Source: an optimization exercise on an open RTL-to-GDS flow (aim: small area, a short achievable clock period and few clock cycles per item). Production flows keep margins and buffers that such runs may drop.
Only simulation tests tie the RTL to the original design; equivalence was not proved.
Power and IR drop assume default switching activity.

==> flow/design.v <==
module cmp_coder (
    input  wire        clk,
    input  wire        rst,           
    input  wire        blk_start,
    input  wire [1:0]  blk_order,     
    input  wire        blk_reset,     
    output wire        idle,
    input  wire        in_valid,
    output wire        in_ready,
    input  wire [31:0] in_data,
    input  wire        in_last,
    output wire        out_valid,
    input  wire        out_ready,
    output wire [31:0] out_data,
    output wire        blk_done,
    output wire [31:0] blk_crc,
    output wire [15:0] blk_len,
    output wire [23:0] st_x1,
    output wire [23:0] st_x2,
    output wire [23:0] st_x3,
    output wire [23:0] st_a
);
    reg         busy;         
    reg         open;         
    reg         o_p1, o_p2;   
    reg         e_p1, e_p2;   
    reg         e_n1, e_n2;   
    reg  [1:0]  pc;           
    reg         rep;          
    reg         zr;           
    reg         zrr;          
    reg         clean;        
    reg         start_q;      
    reg         init_q;       
    reg         rst_q;        
    reg         idle_r, ready_r, done_r;
    reg         flush;        
    reg  [4:0]  fill;         
    reg         hv;           
    reg         ov;           
    reg         c_v, c_code, c_last, c_long, c_second;
    reg         l1;           
    wire        done  = done_r;
    wire        start = blk_start && idle_r;
    reg         p_v, p_last;
    reg  [5:0]  p_tot;
    reg         hold, adv;
    assign idle     = idle_r;
    assign in_ready = ready_r;
    wire   take     = in_valid && ready_r;
    wire        busy_n = start || (busy && !done);
    wire        open_n = start || (open && !(take && in_last));
    wire [1:0]  pc_d   = (pc != 2'd0 && adv) ? pc - 2'd1 : pc;
    wire        skip   = clean || (!blk_reset && blk_order == {o_p2, o_p1});
    wire [1:0]  pc_n   = rst_q ? 2'd3 : start ? (skip ? 2'd0 : 2'd3) : pc_d;
    wire        zr_n   = rst_q || (start ? blk_reset : zr);
    wire        zrr_n  = (pc_n != 2'd0) && zr_n;
    wire [1:0]  ord_n  = start ? blk_order : {o_p2, o_p1};
    always @(posedge clk) begin
        rst_q   <= rst;
        start_q <= start && !rst;
        init_q  <= rst || (start && blk_reset);
        if (rst_q) begin
            busy <= 1'b0;
            open <= 1'b0;
            pc   <= 2'd3;
            rep  <= 1'b1;
            zr   <= 1'b1;
            clean <= 1'b0;
        end else begin
            zr   <= zr_n;
            if (rep && adv && pc == 2'd1 && zr) clean <= 1'b1;
            else if (go || (rep && adv))       clean <= 1'b0;
            busy <= busy_n;
            open <= open_n;
            pc   <= pc_n;
            rep  <= (pc_n != 2'd0);
        end
        if (start) begin
            o_p1 <= blk_order[0];
            o_p2 <= blk_order[1];
        end
        zrr  <= zrr_n;
        e_p1 <= ord_n[0] && !zrr_n;
        e_p2 <= ord_n[1] && !zrr_n;
        e_n1 <= ord_n[1] && !zrr_n;
        e_n2 <= ord_n[1] && ord_n[0] && !zrr_n;
    end
    reg         in_v, in_l, in_f;
    reg  [31:0] in_d;
    reg  [23:0] x1, x2, x3;       
    reg  [26:0] pp;               
    reg  [25:0] nq;               
    wire        step;
    wire [23:0] x3_n = step ? x2 : x3;
    wire        f1   = in_v && in_f && !rep;       
    wire        in_ld = adv && !f1;
    wire        p_hi = !pp[26] && (pp[25:23] != 3'd0);
    wire        p_lo =  pp[26] && ((pp[25:23] != 3'h7) || (pp[22:0] == 23'd0));
    wire [23:0] p_clamped = p_hi ? 24'h7FFFFF : p_lo ? 24'h800001 : pp[23:0];
    always @(posedge clk) begin
        if (rst_q) begin
            in_v <= 1'b0;
            in_f <= 1'b0;
        end else if (adv) begin
            if (f1) in_f <= 1'b0;
            else begin
                in_v <= take;
                in_f <= in_data[6] && take;    
            end
        end
        if (rst_q || in_ld) begin
            in_d[7:0]  <= in_data[7:0];
            in_l       <= in_last;
        end
        if (rst_q || adv)
            in_d[31:8] <= f1 ? p_clamped : ready_r ? in_data[31:8] : x3_n;
    end
    reg  [31:0] crc;              
    reg         crc_done;         
    wire        go   = adv && !rep && in_v && !in_f;    
    assign      step = go || (adv && rep);
    wire [23:0] a   = in_d[31:8];
    wire [26:0] sa  = {{3{a[23]}}, a};
    wire [26:0] sx1 = {{3{x1[23]}}, x1};
    wire [26:0] p_next;
    wire [25:0] n_next;
    cc_add3 #(27) u_padd (
        .x(e_p1 ? sa : 27'd0), .y(e_p2 ? {sa[25:0], 1'b0} : 27'd0), .z(~{nq[25], nq}),
        .s(p_next));
    cc_add3 #(26) u_nadd (
        .x(e_n1 ? sa[25:0] : 26'd0), .y(e_n2 ? {sa[24:0], 1'b0} : 26'd0), .z(e_n2 ? ~sx1[25:0] : ~26'd0),
        .s(n_next));
    wire [27:0] res = {{4{in_d[31]}}, in_d[31:8]} - {pp[26], pp};
    wire [27:0] z = {res[26:0], 1'b0} ^ {28{res[27]}};    
    wire [31:0] crc_next;
    wire [31:0] t = ~crc ^ in_d;
    wire cs32 = t[6] ^ t[15];
    wire cs33 = t[0] ^ t[23];
    wire cs34 = t[1] ^ t[20];
    wire cs35 = t[2] ^ t[25];
    wire cs36 = t[10] ^ t[26];
    wire cs37 = t[4] ^ t[13];
    wire cs38 = t[21] ^ t[22];
    wire cs39 = t[5] ^ t[14];
    wire cs40 = t[7] ^ t[16];
    wire cs41 = t[3] ^ t[17];
    wire cs42 = t[9] ^ t[27];
    wire cs43 = t[28] ^ t[29];
    wire cs44 = t[19] ^ cs33;
    wire cs45 = t[30] ^ t[31];
    wire cs46 = t[11] ^ cs34;
    wire cs47 = t[24] ^ cs32;
    wire cs48 = t[12] ^ cs35;
    wire cs49 = t[8] ^ cs37;
    wire cs50 = t[18] ^ cs36;
    wire cs51 = t[11] ^ cs43;
    wire cs52 = t[9] ^ cs38;
    wire cs53 = t[23] ^ cs42;
    wire cs54 = cs39 ^ cs47;
    wire cs55 = t[8] ^ cs41;
    wire cs56 = t[6] ^ cs40;
    wire cs57 = cs44 ^ cs49;
    wire cs58 = t[28] ^ cs45;
    wire cs59 = t[30] ^ cs39;
    wire cs60 = cs41 ^ cs46;
    wire cs61 = t[24] ^ cs38;
    wire cs62 = t[27] ^ cs36;
    wire cs63 = t[18] ^ t[26];
    wire cs64 = t[22] ^ t[25];
    wire cs65 = t[4] ^ cs44;
    wire cs66 = t[7] ^ t[12];
    wire cs67 = t[29] ^ cs45;
    wire cs68 = t[16] ^ cs32;
    wire cs69 = t[19] ^ cs34;
    wire cs70 = t[4] ^ cs40;
    wire cs71 = t[26] ^ cs35;
    wire cs72 = t[28] ^ cs46;
    wire cs73 = t[5] ^ cs40;
    wire cs74 = t[21] ^ cs43;
    wire cs75 = cs47 ^ cs48;
    wire cs76 = t[30] ^ cs42;
    wire cs77 = cs51 ^ cs64;
    wire cs78 = t[8] ^ t[17];
    wire cs79 = cs39 ^ cs43;
    wire cs80 = cs42 ^ cs78;
    wire cs81 = t[14] ^ cs35;
    wire cs82 = cs40 ^ cs50;
    wire cs83 = t[18] ^ t[27];
    wire cs84 = t[23] ^ t[31];
    wire cs85 = t[6] ^ t[29];
    wire cs86 = cs48 ^ cs59;
    wire cs87 = t[2] ^ t[3];
    wire cs88 = t[21] ^ cs37;
    wire cs89 = t[1] ^ t[3];
    wire cs90 = t[31] ^ cs89;
    wire cs91 = t[22] ^ cs32;
    wire cs92 = t[12] ^ t[27];
    wire cs93 = cs56 ^ cs92;
    wire cs94 = t[17] ^ cs68;
    wire cs95 = t[20] ^ cs53;
    wire cs96 = cs48 ^ cs49;
    wire cs97 = t[10] ^ t[18];
    wire cs98 = t[15] ^ cs33;
    wire cs99 = cs32 ^ cs38;
    wire cs100 = cs50 ^ cs52;
    wire cs101 = t[0] ^ cs69;
    wire cs102 = t[31] ^ cs41;
    wire cs103 = t[24] ^ cs33;
    assign crc_next[0] = ((cs54 ^ cs72) ^ (cs71 ^ (cs53 ^ cs70)));
    assign crc_next[1] = (cs75 ^ ((cs55 ^ cs62) ^ (cs73 ^ cs74)));
    assign crc_next[2] = (cs77 ^ (((cs41 ^ cs63) ^ cs49) ^ (cs56 ^ cs76)));
    assign crc_next[3] = (cs65 ^ (((cs45 ^ cs66) ^ cs50) ^ (cs79 ^ cs80)));
    assign crc_next[4] = (cs82 ^ ((cs67 ^ cs81) ^ cs57));
    assign crc_next[5] = (cs65 ^ ((cs35 ^ cs55) ^ (cs56 ^ cs58)));
    assign crc_next[6] = ((cs55 ^ cs68) ^ (cs81 ^ ((cs83 ^ cs84) ^ cs51)));
    assign crc_next[7] = (cs86 ^ (((cs83 ^ cs85) ^ cs44) ^ cs60));
    assign crc_next[8] = ((cs87 ^ (cs63 ^ cs66)) ^ ((cs47 ^ cs58) ^ (cs69 ^ cs88)));
    assign crc_next[9] = ((cs52 ^ cs90) ^ (((t[8] ^ (t[13] ^ t[26])) ^ cs44) ^ (cs47 ^ cs51)));
    assign crc_next[10] = ((cs36 ^ (t[5] ^ (t[12] ^ t[30]))) ^ (cs51 ^ cs91));
    assign crc_next[11] = ((((t[11] ^ t[13]) ^ cs33) ^ cs67) ^ cs93);
    assign crc_next[12] = (((cs45 ^ (t[5] ^ (t[11] ^ t[26]))) ^ cs94) ^ (cs95 ^ cs96));
    assign crc_next[13] = (cs60 ^ (((t[31] ^ cs97) ^ cs48) ^ (cs88 ^ cs98)));
    assign crc_next[14] = (cs95 ^ (cs99 ^ (((t[13] ^ t[18]) ^ (t[19] ^ t[25])) ^ ((t[28] ^ t[3]) ^ cs66))));
    assign crc_next[15] = (cs57 ^ (cs61 ^ (((t[14] ^ t[20]) ^ cs36) ^ (cs40 ^ cs43))));
    assign crc_next[16] = ((cs80 ^ cs98) ^ (((t[25] ^ t[29]) ^ cs46) ^ (cs59 ^ cs61)));
    assign crc_next[17] = (cs75 ^ (((t[23] ^ (t[16] ^ t[1])) ^ cs58) ^ cs100));
    assign crc_next[18] = (cs101 ^ ((((t[10] ^ t[9]) ^ cs37) ^ cs102) ^ (cs79 ^ cs91)));
    assign crc_next[19] = (((t[24] ^ t[25]) ^ cs50) ^ (cs74 ^ cs76));
    assign crc_next[20] = (((t[19] ^ cs45) ^ cs62) ^ cs77);
    assign crc_next[21] = (cs54 ^ (((t[1] ^ t[9]) ^ cs48) ^ (cs67 ^ cs70)));
    assign crc_next[22] = (cs60 ^ ((((t[10] ^ t[14]) ^ cs42) ^ cs103) ^ (cs49 ^ cs58)));
    assign crc_next[23] = (cs93 ^ (cs50 ^ (cs84 ^ (t[29] ^ (t[20] ^ t[21])))));
    assign crc_next[24] = (((cs34 ^ cs52) ^ (cs59 ^ cs71)) ^ (cs57 ^ cs94));
    assign crc_next[25] = (((cs102 ^ cs53) ^ (cs38 ^ (t[2] ^ cs34))) ^ (cs54 ^ cs82));
    assign crc_next[26] = (cs101 ^ ((cs39 ^ cs55) ^ cs100));
    assign crc_next[27] = (cs65 ^ ((cs46 ^ cs99) ^ (cs97 ^ (t[2] ^ cs42))));
    assign crc_next[28] = (cs72 ^ ((((t[10] ^ t[12]) ^ cs87) ^ cs44) ^ (cs61 ^ cs73)));
    assign crc_next[29] = (cs96 ^ (((t[23] ^ cs85) ^ cs61) ^ cs60));
    assign crc_next[30] = (cs86 ^ ((cs103 ^ cs52) ^ (cs63 ^ ((t[3] ^ t[7]) ^ cs37))));
    assign crc_next[31] = ((cs54 ^ cs57) ^ (cs90 ^ (cs64 ^ cs62)));
    reg         s1_v, s1_code, s1_last, s1_sat;
    reg  [27:0] s1_z;
    always @(posedge clk) begin
        if (rst_q) s1_v <= 1'b0;
        else if (adv) s1_v <= go;
        if (adv) begin
            s1_code <= !in_d[6];
            s1_last <= in_l;
            s1_z    <= z;
            s1_sat  <= (z[27:20] != 8'd0);
        end
        if (start_q) crc <= 32'd0;
        else if ((go && !crc_done) || (adv && f1)) crc <= ~crc_next;
        if (rst_q) crc_done <= 1'b0;
        else if (adv) crc_done <= f1;
        if (step) begin
            x1 <= zrr ? 24'd0 : a;
            x2 <= x1;
            x3 <= x2;
            pp <= p_next;
            nq <= n_next;
        end
    end
    reg  [23:0] acc;              
    reg  [4:0]  k;                
    wire [23:0] acc_next;
    cc_add3 #(24) u_aadd (.x(acc), .y({4'd0, s1_z[19:0] | {20{s1_sat}}}), .z({4'hF, ~acc[23:4]}),
                          .s(acc_next));
    reg  [4:0]  k_next;
    integer i;
    always @(*) begin
        k_next = 5'd0;
        for (i = 0; i < 20; i = i + 1)
            if (acc_next[i + 4]) k_next = i[4:0];
    end
    wire [27:0] zq     = s1_z >> k;
    wire [4:0]  q      = zq[4:0];
    wire        esc    = (zq[27:5] != 23'd0) || (q[4] && q[3]);
    wire [5:0]  qk1    = {1'b0, q} + {1'b0, k} + 6'd1;
    wire        long_c = esc || qk1[5];
    wire [5:0]  plen1  = esc ? 6'd24 : long_c ? {1'b0, q} : qk1;
    reg  [27:0] c_z;
    reg  [4:0]  c_k;
    reg         c_esc;
    reg  [5:0]  c_plen1;
    always @(posedge clk) begin
        if (rst_q) c_v <= 1'b0;
        else if (adv) c_v <= s1_v;
        if (adv) begin
            c_code  <= s1_code;
            c_last  <= s1_last;
            c_z     <= s1_z;
            c_k     <= k;
            c_esc   <= esc;
            c_long  <= long_c;
            c_plen1 <= plen1;
        end
        if (init_q) begin
            acc <= 24'd128;
            k   <= 5'd3;
        end else if (adv && s1_v && s1_code) begin
            acc <= acc_next;
            k   <= k_next;
        end
    end
    reg  [4:0]  fm, os;
    reg  [5:0]  oe, plen;
    always @(*) begin
        if (c_second) begin
            fm   = c_esc ? 5'd28 : c_k;
            os   = 5'd0;
            oe   = 6'd0;
            plen = c_esc ? 6'd28 : {1'b0, c_k} + 6'd1;
        end else if (c_long) begin
            fm   = 5'd0;
            os   = 5'd0;
            oe   = c_plen1;
            plen = c_plen1;
        end else begin
            fm   = c_k;
            os   = c_k + 5'd1;
            oe   = c_plen1;
            plen = c_plen1;
        end
    end
    reg  [31:0] piece;
    integer b;
    always @(*) begin
        for (b = 0; b < 32; b = b + 1)
            piece[b] = (b < 28 && b < fm && c_z[b % 28]) || (b >= os && b < oe);
    end
    wire [5:0]  tot = {1'b0, fill} + plen;
    reg  [30:0] p_piece;          
    reg  [31:0] word;             
    reg  [31:0] hd;               
    reg  [12:0] len;              
    wire [95:0] sh     = {1'b0, p_piece, 64'd0} >> p_tot;
    wire [31:0] w_ins  = word | sh[63:32];
    wire [31:0] w_rest = sh[31:0];
    wire        ins   = p_v && !hold;
    wire        lpush = ins && p_last && !p_tot[5];
    wire        fpush = flush && !hold && (fill != 5'd0);
    wire        push  = (ins && (p_tot[5] || p_last)) || fpush;
    wire [31:0] pdata = p_v ? w_ins : word;
    wire        pop   = hv && out_ready;
    wire        hv_n    = (hv && !pop) || push;
    wire        flush_n = (!hold && p_last) || (flush && !done);
    wire        l1_n    = adv ? (s1_v && s1_code && long_c) : (l1 && hold);
    wire        done_n  = flush && !done && (fill == 5'd0) && !hv_n;
    wire        pv_n    = hold ? p_v : (c_v && c_code);
    wire        plast_n = hold ? p_last : (c_v && c_last && (!c_code || !c_long || c_second));
    wire        pt5_n   = hold ? p_tot[5] : tot[5];
    wire [4:0]  fill_n  = (!hold && c_v && c_code) ? tot[4:0] : (fpush || lpush) ? 5'd0 : fill;
    wire        hold_n  = hv_n && ((pv_n && (pt5_n || plast_n)) || (flush_n && fill_n != 5'd0));
    always @(posedge clk) begin
        if (rst_q) c_second <= 1'b0;
        else if (l1 && !hold) c_second <= 1'b1;
        else if (adv)       c_second <= 1'b0;
        if (rst_q) begin
            p_v    <= 1'b0;
            p_last <= 1'b0;
        end else if (!hold) begin
            p_v    <= c_v && c_code;
            p_last <= plast_n;
        end
        if (!hold) begin
            p_piece <= piece[30:0];
            p_tot   <= tot;
        end
        if (rst_q) word <= 32'd0;
        else if (ins) word <= p_tot[5] ? w_rest : p_last ? 32'd0 : w_ins;
        else if (fpush) word <= 32'd0;
        if (rst_q) begin
            fill    <= 5'd0;
            flush   <= 1'b0;
            hv      <= 1'b0;
            hold    <= 1'b0;
            adv     <= 1'b1;
            l1      <= 1'b0;
        end else begin
            fill  <= fill_n;
            hold  <= hold_n;
            adv   <= !hold_n && !l1_n;
            flush <= flush_n;
            hv    <= hv_n;
            l1    <= l1_n;
        end
        if (rst || rst_q) begin
            ov      <= 1'b0;
            done_r  <= 1'b0;
            idle_r  <= 1'b0;
            ready_r <= 1'b0;
        end else begin
            ov      <= (ov && !out_ready) || push;
            done_r  <= done_n;
            idle_r  <= (!busy_n || done_n) && (pc_n == 2'd0);
            ready_r <= open_n && !pc_n[1] && !l1_n && !(hv_n && pv_n && (pt5_n || plast_n)) &&
                       !(adv ? (!f1 && take && in_data[6]) : f1);
        end
        if (push) hd <= pdata;
        if (start_q)   len <= 13'd0;
        else if (push) len <= len + 13'd1;
    end
    assign out_valid = ov;
    assign out_data  = hd;
    assign blk_done  = done;
    assign blk_crc   = crc;
    assign blk_len   = {3'd0, len};
    assign st_x1     = x1;
    assign st_x2     = x2;
    assign st_x3     = x3;
    assign st_a      = acc;
endmodule
module cc_add3 #(parameter W = 27) (
    input  wire [W-1:0] x,
    input  wire [W-1:0] y,
    input  wire [W-1:0] z,
    output wire [W-1:0] s
);
    wire [W-1:0] cs = x ^ y ^ z;
    wire [W-1:0] cc = (x & y) | (x & z) | (y & z);
    assign s = cs + {cc[W-2:0], 1'b1};
endmodule
==> flow/flow/run.sh <==
#!/bin/bash
set -euo pipefail
cd "$(dirname "$0")/.."
bash standard.sh SETUP_SLACK_MARGIN=10.8 finish > flow_make.log 2>&1
==> flow/standard.sh <==
#!/bin/bash
# synth_recipe.tcl (not shown) runs the flow's synth.tcl, then flattens the netlist and writes it again
# the make line also repeats each setting of config.mk as NAME=value (left out here)
make -C /OpenROAD-flow-scripts/flow DESIGN_CONFIG=/design/flow/config.mk WORK_HOME=/design/flow/orfs CLKGATE_MAP_FILE= SYNTH_SCRIPT=/design/flow/synth_recipe.tcl "${@:-finish}"
==> flow/config.mk <==
export PLATFORM = sky130hd
export DESIGN_NAME = cmp_coder
export DESIGN_NICKNAME = cmp_coder
export VERILOG_FILES = /design/flow/design.v
export SDC_FILE = /design/flow/constraint.sdc
export NUM_CORES = 4
export LEC_CHECK = 0
export CAP_MARGIN = 20
export CORE_MARGIN = 2
export CORE_UTILIZATION = 60
export PLACE_DENSITY = 0.75
export SLEW_MARGIN = 20
==> flow/constraint.sdc <==
create_clock -name core_clock -period 15.0 [get_ports {clk}]
set_input_delay 3.0000 -clock core_clock [delete_from_list [all_inputs] [get_ports {clk}]]
set_output_delay 3.0000 -clock core_clock [all_outputs]
set_load 0.01 [all_outputs]
==> results of run 1 <==
## cell type report
class | count | area, µm²
clock buffer | 64 | 1320
fill | 3880 | 15300
timing repair buffer | 342 | 2650
tap | 680 | 851
clock inverter | 27 | 256
inverter | 224 | 843
sequential | 445 | 11900
multi-input combinational | 2390 | 17900
antenna | 3 | 7.51
## layout by cell type (no fill, tap or decap), types with 105 or more instances in the layout
master      n
a21oi_1   232
ha_1      105
edfxtp_1  279
inv_1     219
buf_4     118
o21ai_0   143
buf_2     109
xnor2_1   261
nor2_1    239
nand2_1   384
## routing by layer
metal	part of all wire, %	wire [µm]	vias to the layer above	GRT usage [%]
met1	41	37200	12400	44.2
li1	-	-	11800	-
met4	5.0	4500	0	15.6
met2	47	43000	1146	55.1
met3	6.6	6010	214	4.34
met5	0	0	-	0
## metrics by stage
stage | std cells | hold WS, ns | utilization, % | area [µm²] | total power [mW]
floorplan | 3202 | 0.400 | - | 30800 | 5.28
global placement | 3983 | 0.408 | 65.4 | 33400 | 6.26
detailed placement | 3983 | 0.418 | 65.5 | 33400 | 6.34
CTS | 4142 | 0.450 | 69.2 | 35400 | 7.58
global route | 4172 | 0.451 | 70.0 | 35800 | 8.19
finish | 4175 | 0.452 | 70.0 | 35800 | 7.77
## flip-flops by register name, indices dropped and copies added (netlist names), 2 cells and up
| signal | count |
|---|---|
| acc | 24 |
| c_k | 5 |
| c_plen1 | 6 |
| c_z | 28 |
| crc | 32 |
| fill | 5 |
| hd | 32 |
| in_d | 32 |
| k | 5 |
| len | 13 |
| nq | 26 |
| p_piece | 31 |
| p_tot | 6 |
| pc | 2 |
| pp | 27 |
| s1_z | 28 |
| word | 32 |
| x1 | 24 |
| x2 | 24 |
| x3 | 24 |
## worst max path at each step
stage	cells past startpoint	to	start	slack, ns
global placement	9	e_n2$_DFF_P_	blk_order[1]	10.26
floorplan	8	e_n2$_DFF_P_	blk_order[1]	10.89
finish	1	st_x1[0]	x1[0]$_SDFFCE_PP0N_	10.75
detailed placement	9	e_n2$_DFF_P_	blk_order[1]	10.17
global route	13	k[0]$_SDFFE_PP1P_	s1_sat$_DFFE_PP_	10.67
CTS	1	st_x1[0]	x1[0]$_SDFFCE_PP0N_	10.73
## timing repair
item | in CTS | in global routing
setup endpoints to repair | 187 | 68
cloned | 0 | 0
setup buffers | 68 | 29
pin swaps | 3 | 6
gates resized for setup | 741 | 70
hold endpoints to repair | 0 | 0
## kinds of logic after synthesis
group	count (synthesis)	synth area share, %
compound gates	709	14.8
simple gates	960	14.3
fa+ha+maj	189	9.50
mux	139	6.64
buf+inv	367	4.77
flops	445	38.0
xor+xnor	389	12.0
other cells	1	0.0122
## power groups by stage
stage	registers (mW)	clock network [mW]	logic, mW
global placement	2.12	0	4.14
CTS	2.09	1.21	4.28
floorplan	1.99	0	3.29
detailed placement	2.13	0	4.21
global route	2.10	1.26	4.83
finish	2.08	1.20	4.49
==> flow_summary.yaml, run 1 <==
detailed_routing:
  drc: 0
  vias: 25500
  via_per_inst: 6.11
  routed_wl_um: 90700
  ant_nets: 0
  wl_per_cell_um: 21.7
  first_iter_violations: 2577
  first_pass_iters: 8
hold_path:
  hold_depth: 0
  min-delay-start: "s1_last$_DFFE_PP_"
  min_path_type: "register to register"
  holdPathEnd: "c_last$_DFFE_PP_"
setup_path:
  slowest_stage: "edfxtp_1"
  required_ns: 12.00
  crit_buf_inv: 1
  cp-end-kind: "output pin"
  reg2reg_depth: 12
  r2r-start: "s1_z[4]$_DFFE_PP_"
  rrSetupSlack_ns: 10.87
  slowest_delay_ns: 0.47
  cp-start-kind: "register"
  path_max_fanout: 2
  cp_top_family: "flip-flops"
  path_cells: "buf_2"
  reg2reg_to: "k[2]$_SDFFE_PP0P_"
  critPathKind: "register to output pin"
  worstPathArrival_ns: 1.25
floorplanning:
  dieWidth_um: 231
  die_h_um: 231
  pin_count: 221
  start_util_pct: 60.3
  dieArea_um2: 53200
  coreArea_um2: 51100
  rows: 83
place:
  dpl_worst_slack_ns: 10.17
  gp_congestion: 0.987
  port_buffers: 217
  hpwl_um: 65800
clock_tree:
  insertion_delay_ns: 0.60
  cts.path.max_buffers: 3
  path_clk_slew_ns: 0.06
  cts-root-buf: "clkbuf_16"
  cts_buffers: 49
  htreeDepth: 2
  cts_tree: "yes"
  cts.sinks: 445
  cts_hold_buffers: 0
sta:
  finalSetupTns_ns: 0
  finalSetupViolCount: 0
  finalHoldViolCount: 0
  finalCritPeriodShare_pct: 28.4
  min_period_ns: 4.25
  worstMarginPinSlew_ns: 1.14
  grt_setup_unrepaired: "yes"
  fmax_mhz: 235
  layout_setup_ws_ns: 10.75
  skew_ns: 0.0193
  finalMaxSlewViolations: 0
  max-slew-margin-rel_pct: 23.5
yosys:
  netlist.area_leader.share_pct: 27.2
  synth-seq-cells: 445
  ys_top_cells_by_count: "384 x nand2_1, 279 x edfxtp_1, 264 x xnor2_1, 239 x nor2_1, 233 x a21oi_1"
  synth_ff_type: "edfxtp_1"
  yosys.area.top_type: "edfxtp_1"
  synth_edf_count: 279
  yosysMostFrequentCell: "nand2_1"
  synth_cell_types: 102
  ys.warnings.count: 1
  synthTopCellsByArea: "edfxtp_1 27%, dfxtp_1 11%, xnor2_1 7.5%, fa_1 4.9%, nand2_1 4.7%"
  avgSynthCellArea_um2: 9.63
  syn_inst: 3199
  synth_area_um2: 30800
  async_reset_ff_share_pct: 0
  yosysSeqAreaShare_pct: 38.0
power_and_ir_drop:
  seqPwrFrac_pct: 26.7
  p_int_mw: 4.48
  comb_power_share_pct: 57.8
  pwr_density_cell_nw_per_um2: 217
  switchingPower_mw: 3.29
  p_leak_nw: 14.5
  vdd_ir_drop_max_mv: 0.315
  clkPwrFrac_pct: 15.4
  swShare_pct: 42.3
finish:
  final_nets: 3682
  drive_gt1_share_pct: 18.8
  synthToLayoutAreaGrowth_pct: 16.0
global_routing:
  antenna_found_initial: 2
  grt_pass1_vias: 24700
  grt_max_degree: 91
  track_usage_pct: 33.5
  grt_overflow: 0
  grt_pass1_wl_um: 139000
outcome:
  status: "complete, no violations"
job:
  drv_cap: 0
Testbench counts, summed over its fixed seeds: cycles 30,562, items 29,834.
==> run 2: changes to the inputs <==
--- a/flow/design.v
+++ b/flow/design.v
@@ -256,3 +256,7 @@
         else if (adv) crc_done <= f1;
-        if (step) begin
+        if (rst_q) begin
+            x1 <= 24'd0;
+            x2 <= 24'd0;
+            x3 <= 24'd0;
+        end else if (step) begin
             x1 <= zrr ? 24'd0 : a;
@@ -260,2 +264,4 @@
             x3 <= x2;
+        end
+        if (step) begin
             pp <= p_next;
==> run 2 against run 1 <==
Utilization rose by 0.81 points. First-iteration DRC count is 5.5% higher. Final cell count rose by 4.3%. Worst hold slack lost 0.026 ns. Sequential share of layout area shrank 1.5 points. Non-clock buffer count fell by 5. Worst setup slack got worse by 0.13 ns. Combinational power decreased by 59%. Total power down 39%. Largest power group unchanged. Highest routed layer is now met5.
==> flow_summary.yaml, run 2 <==
detailed_routing:
  vias: 26900
  via_per_inst: 6.18
  routed_wl_um: 94600
  first_pass_iters: 7
  first_iter_violations: 2720
  wl_per_cell_um: 21.7
  ant_nets: 0
  drc: 0
yosys:
  synth_edf_count: 231
  synth_ff_type: "edfxtp_1"
  ys_top_cells_by_count: "478 x nand2_1, 309 x a21oi_1, 302 x xnor2_1, 240 x nor2_1, 231 x edfxtp_1"
  yosysSeqAreaShare_pct: 36.4
  synth_area_um2: 30900
  netlist.area_leader.share_pct: 22.5
  yosys.area.top_type: "edfxtp_1"
  synth_cell_types: 83
  syn_inst: 3395
  synthTopCellsByArea: "edfxtp_1 22%, dfxtp_1 14%, xnor2_1 8.6%, nand2_1 5.8%, a21oi_1 5.0%"
  async_reset_ff_share_pct: 0
  yosysMostFrequentCell: "nand2_1"
  avgSynthCellArea_um2: 9.09
  ys.warnings.count: 1
  synth-seq-cells: 445
global_routing:
  grt_max_degree: 86
  antenna_found_initial: 5
  grt_overflow: 0
  grt_pass1_wl_um: 145000
  grt_pass1_vias: 25700
  track_usage_pct: 34.6
sta:
  grt_setup_unrepaired: "yes"
  finalCritPeriodShare_pct: 29.2
  layout_setup_ws_ns: 10.62
  min_period_ns: 4.38
  worstMarginPinSlew_ns: 1.23
  max-slew-margin-rel_pct: 17.6
  finalHoldViolCount: 0
  finalSetupViolCount: 0
  skew_ns: 0.0235
  finalSetupTns_ns: 0
  fmax_mhz: 228
  finalMaxSlewViolations: 0
setup_path:
  r2r-start: "s1_sat$_DFFE_PP_"
  critPathKind: "register to register"
  cp-end-kind: "register"
  cp_common_cell: "or2_2"
  worstPathArrival_ns: 4.88
  required_ns: 15.50
  path_max_fanout: 8
  slowest_delay_ns: 0.52
  cp-start-kind: "register"
  slowest_stage: "or4_4"
  path_cells: "buf_6 > or2_2 > fa_1 > ha_4 > o211ai_1 > o211a_1 > o211a_4 > o21ai_2 > a211oi_2 > or2_2 > a311o_1 > or4_4 > a221oi_2"
  crit_start: "s1_sat$_DFFE_PP_"
finish:
  synthToLayoutAreaGrowth_pct: 17.3
  drive_gt1_share_pct: 18.2
  final_cell_mix: "477 x nand2_1, 303 x a21oi_1, 301 x xnor2_1, 240 x nor2_1, 231 x edfxtp_1"
  final_common_cell: "nand2_1"
  final_nets: 3862
  fillers: 3971
floorplanning:
  pin_count: 221
  die_h_um: 231
  rows: 83
  dieWidth_um: 231
  coreArea_um2: 51100
  dieArea_um2: 53300
  start_util_pct: 60.4
outcome:
  status: "complete, no violations"
clock_tree:
  cts.path.max_buffers: 3
  insertion_delay_ns: 0.61
  path_clk_slew_ns: 0.06
  htreeDepth: 2
  cts.sinks: 445
  cts_tree: "yes"
  cts_buffers: 48
  cts_hold_buffers: 0
  cts-root-buf: "clkbuf_16"
place:
  hpwl_um: 68200
  dpl_worst_slack_ns: 10.13
  port_buffers: 217
  gp_congestion: 0.999
job:
  drv_cap: 0
power_and_ir_drop:
  p_leak_nw: 14.5
  vdd_ir_drop_max_mv: 0.118
  pwr_density_cell_nw_per_um2: 130
  power.total_mw: 4.71
hold_path:
  min_path_type: "register to register"
  min-delay-start: "s1_last$_DFFE_PP_"
run 2: cell count changes after synthesis, moves of 11 or more:
cell	previous run	this run
nand2_1	384	478
a21oi_1	233	309
dfxtp_1	166	214
edfxtp_1	279	231
xnor2_1	264	302
xnor2_2	31	0
clkbuf_1	94	121
nand3b_1	5	30
nor2b_1	53	29
o22ai_1	11	29
o211ai_1	8	23
or3_1	10	21
run 2: per-stage QoR:
| step | instances | instance area [µm²] | hold slack, ns | util, % |
|---|---|---|---|---|
| 4_1_cts | 4329 | 35900 | 0.428 | 70.2 |
| 3_5_place_dp | 4168 | 33600 | 0.412 | 65.7 |
| 5_1_grt | 4353 | 36200 | 0.424 | 70.8 |
| 2_1_floorplan | 3398 | 30900 | 0.400 | - |
| 6_report | 4353 | 36200 | 0.426 | 70.8 |
| 3_3_place_gp | 4168 | 33600 | 0.413 | 65.7 |
run 2: routing by layer:
| layer | track usage, % | vias up | routed length [µm] |
|---|---|---|---|
| met3 | 5.15 | 262 | 7320 |
| met1 | 46.0 | 13000 | 38200 |
| met4 | 14.5 | 8 | 4510 |
| met5 | 0 | - | 50 |
| met2 | 56.5 | 1239 | 44600 |
| li1 | - | 12400 | - |
run 2: worst paths after layout:
path	to	slack, ns	depth (start not counted)
max	k[2]$_SDFFE_PP0P_	10.62	13
min	c_last$_DFFE_PP_	0.43	0
max reg2reg	k[2]$_SDFFE_PP0P_	10.62	13
min reg2reg	c_last$_DFFE_PP_	0.43	0
run 2: critical path: cells and delay by family, from the launching register on:
kind	cells	cell delay [ns]
buffers and inverters	1	0.16
flip-flops	1	0.42
AO/OA/AOI/OAI	7	1.68
AND/OR/NAND/NOR	3	1.15
adder cells (fa/ha/maj)	2	0.87
run 2: final cells by class:
| class | instances | area [µm²] | share of cell area (%) |
|---|---|---|---|
| multi-input cells | 2581 | 18700 | 51.7 |
| inverters | 219 | 827 | 2.29 |
| flip-flops and latches | 445 | 11500 | 31.8 |
| clock buffers | 68 | 1460 | 4.04 |
| clock inverters | 22 | 143 | 0.394 |
| repair buffers | 337 | 2700 | 7.45 |
| diodes | 1 | 2.50 | 0.00692 |
| well taps | 680 | 851 | 2.35 |
run 2: logic make-up after synthesis:
logic type | synth area share, %
simple gates | 15.8
mux | 6.48
compound gates | 16.3
other cells | 0.0122
flops | 36.4
fa+ha+maj | 9.49
buf+inv | 4.62
xor+xnor | 10.9
run 2: timing repair:
item / 4_1_cts / 5_1_grt
setup endpoints to repair: 190 / 45
pin swaps: 19 / 21
gates resized for setup: 808 / 72
buffers inserted: 71 / 23
run 2: power breakdown:
part | leakage, nW | internal, mW | switching, mW
Combinational | 9.43 | 0.796 | 1.05
Clock | 0.796 | 0.696 | 0.514
Sequential | 4.24 | 1.49 | 0.161
Testbench counts of run 2, summed over its fixed seeds: cycles 30,562, items 29,834.
==> run 3: changes to the inputs <==
--- a/flow/config.mk
+++ b/flow/config.mk
@@ -12 +12,2 @@
 export SLEW_MARGIN = 20
+export SYNTH_HIERARCHICAL = 1
==> run 3 against run 2 <==
Still clean. First-iteration DRC count rose by 3.0%. Final cell count fell by 1.1%. Maximum frequency rose by 5.0%. Global-route usage rose by 0.74 points. Synthesized cell count fell by 0.44%. Sequential power barely moved. Utilization fell by 1.1 points. Register-to-register slack improved by 0.34 ns. Non-clock buffer count fell by 30. Routed wire length rose by 2.1%. Sequential cell count did not move. Combinational power rose by 38%. Largest power group unchanged. Highest routed layer is now met4.
==> flow_summary.yaml, run 3 <==
outcome:
  status: "complete, no violations"
clock_tree:
  cts.sinks: 445
  cts.path.max_buffers: 3
  cts_tree: "yes"
  cts-root-buf: "clkbuf_16"
  cts_buffers: 49
  insertion_delay_ns: 0.61
  path_clk_slew_ns: 0.06
  htreeDepth: 2
sta:
  finalMaxSlewViolations: 0
  skew_ns: 0.0292
  finalSetupTns_ns: 0
  finalCritPeriodShare_pct: 27.8
  fmax_mhz: 240
  grt_setup_unrepaired: "yes"
  min_period_ns: 4.17
  finalSetupViolCount: 0
  worstMarginPinSlew_ns: 1.13
  max-slew-margin-rel_pct: 24.4
  finalHoldViolCount: 0
yosys:
  synth_cell_types: 104
  ys_top_cells_by_count: "420 x nand2_1, 332 x a21oi_1, 315 x xnor2_1, 231 x edfxtp_1, 221 x nor2_1"
  netlist.area_leader.share_pct: 22.2
  yosysMostFrequentCell: "nand2_1"
  synth_ff_type: "edfxtp_1"
  yosys.area.top_type: "edfxtp_1"
  synth_area_um2: 31300
  synthTopCellsByArea: "edfxtp_1 22%, dfxtp_1 14%, xnor2_1 8.8%, a21oi_1 5.3%, fa_1 5.1%"
  yosysSeqAreaShare_pct: 35.8
  async_reset_ff_share_pct: 0
  syn_inst: 3380
  avgSynthCellArea_um2: 9.26
  synth_edf_count: 231
  synth-seq-cells: 445
  ys.warnings.count: 7
power_and_ir_drop:
  switchingPower_mw: 2.11
  p_leak_nw: 14.2
  p_int_mw: 3.33
  comb_power_share_pct: 46.5
  pwr_density_cell_nw_per_um2: 152
  seqPwrFrac_pct: 30.8
  clkPwrFrac_pct: 22.7
  vdd_ir_drop_max_mv: 0.161
  swShare_pct: 38.8
floorplanning:
  dieWidth_um: 232
  rows: 83
  start_util_pct: 60.9
  pin_count: 221
  dieArea_um2: 54000
  coreArea_um2: 51400
  die_h_um: 232
setup_path:
  critPathKind: "register to output pin"
  slowest_delay_ns: 0.37
  path_max_fanout: 3
  required_ns: 12.00
  r2r-start: "s1_z[6]$_DFFE_PP_"
  cp_top_family: "flip-flops"
  crit_start: "crc[17]$_SDFFE_PP0P_"
  cp-start-kind: "register"
  crit_buf_inv: 1
  worstPathArrival_ns: 1.17
  slowest_stage: "dfxtp_1"
  path_cells: "buf_2"
  cp-end-kind: "output pin"
finish:
  final_common_cell: "nand2_1"
  drive_gt1_share_pct: 17.7
  fin_util_pct: 69.7
  final_cell_mix: "420 x nand2_1, 323 x a21oi_1, 313 x xnor2_1, 231 x edfxtp_1, 221 x nor2_1"
  final_cells: 4303
  final_nets: 3815
  fillers: 3986
  synthToLayoutAreaGrowth_pct: 14.5
detailed_routing:
  routed_wl_um: 96600
  drc: 0
  vias: 26900
  first_iter_violations: 2801
  via_per_inst: 6.26
  first_pass_iters: 6
  wl_per_cell_um: 22.5
  ant_nets: 0
global_routing:
  grt_overflow: 0
  grt_pass1_vias: 26100
  antenna_found_initial: 1
  grt_max_degree: 82
  track_usage_pct: 35.3
  grt_pass1_wl_um: 149000
hold_path:
  min-delay-start: "s1_last$_DFFE_PP_"
  min_path_type: "register to register"
place:
  hpwl_um: 71400
  placedCellCount: 4148
  port_buffers: 217
  gp_congestion: 1.04
job:
  drv_cap: 0
[run 3: changes by cell type after synthesis, sizes merged, moves of 15 or more]
cell   previous run  this run
inv             217       157
nand2           479       422
and2             36        87
a21oi           309       336
o21ai           139       160
a21o             49        68
buf              32        50
nor2            240       222
mux2             17        32
xnor2           302       317
[run 3: per-layer routing]
layer	up-vias	wire, µm	track usage, %
met3	238	7150	5.44
met2	1282	46800	59.4
li1	12400	-	-
met5	-	0	0
met1	13000	38400	45.4
met4	0	4250	14.6
[run 3: area by class of cell]
cell class,instances,area (µm²),area share (%)
Tap cell,680,851,2.37
Sequential cell,445,11500,32.0
Timing Repair Buffer,307,2300,6.41
Clock buffer,70,1430,3.98
Inverter,159,601,1.68
Antenna cell,1,2.50,0.00698
Multi-Input combinational cell,2620,19000,52.9
Clock inverter,21,228,0.635
[run 3: logic make-up (layout without fill, tap and decap cells)]
logic type | after synthesis | in the layout | share of synthesized area, %
buffers and inverters | 327 | 557 | 4.33
DFF | 445 | 445 | 35.8
muxes | 151 | 151 | 6.70
other | 2 | 15 | 0.0240
AOI/OAI and AO/OA | 834 | 834 | 16.8
and+or+nand+nor | 1038 | 1038 | 15.7
xor gates and xnor gates | 391 | 391 | 11.0
adders and majority gates | 192 | 192 | 9.59
[run 3: repair_timing]
item,CTS,global route
endpoints found under the setup margin,185,35
setup buffers,47,16
resized for setup,797,62
hold buffers,0,0
pin swaps,0,11
[run 3: worst paths after layout]
path / to / slack [ns] / cells after the start
worst min register to register: c_last$_DFFE_PP_ / 0.43 / 0
worst max register to register: k[3]$_SDFFE_PP0P_ / 10.96 / 13
worst min-delay path: c_last$_DFFE_PP_ / 0.43 / 0
worst max-delay path: blk_crc[17] / 10.83 / 1
[run 3: per-stage QoR]
step | setup slack [ns] | total power, mW | hold slack (ns) | area [µm²]
2_1_floorplan | 10.82 | 3.52 | 0.400 | 31400
3_3_place_gp | 10.09 | 4.09 | 0.412 | 33900
3_5_place_dp | 10.11 | 4.10 | 0.420 | 33900
4_1_cts | 10.73 | 5.35 | 0.436 | 35600
5_1_grt | 10.69 | 5.70 | 0.445 | 35800
6_report | 10.83 | 5.44 | 0.433 | 35800
[run 3: power by group through the flow]
stage	clock, mW	sequential [mW]	combinational [mW]
2_1_floorplan	0	1.60	1.92
3_3_place_gp	0	1.69	2.39
3_5_place_dp	0	1.70	2.40
4_1_cts	1.25	1.67	2.44
5_1_grt	1.30	1.69	2.71
6_report	1.24	1.68	2.53

[separate check: timing with driven ports]
In the flow no input, the clock included, has a driving cell. The finished layouts below were timed again as built, in two steps.
Step 1: set_driving_cell puts a clkbuf_16 on clk and a buf_2 on each other input, an assumption about the parent block.
Step 2 times the ports against the registers' clock, not the clock port: input delays grow and output delays shrink by t, the midpoint of the rising clock arrivals with the driver on.
a / b / c = ideal / step 1 / step 2; a / b = the first two.
run	shift t [ns]	setup slack, ns	worst hold slack (ns)	worst slew at a driven data input, ns	pins driven straight from the clock port
run 1	0.651	10.747 / 10.690 / 10.272	0.452 / 0.452 / 0.452	0.09	1
run 2	0.655	10.619 / 10.619 / 10.180	0.426 / 0.426 / 0.426	0.10	1
run 3	0.659	10.826 / 10.765 / 10.291	0.433 / 0.433 / 0.433	0.10	1
After both steps setup and hold are still met in every run listed. The setup slack of run 3, which loses most, moves by -0.061 ns with the drivers and by -0.535 ns with both steps.
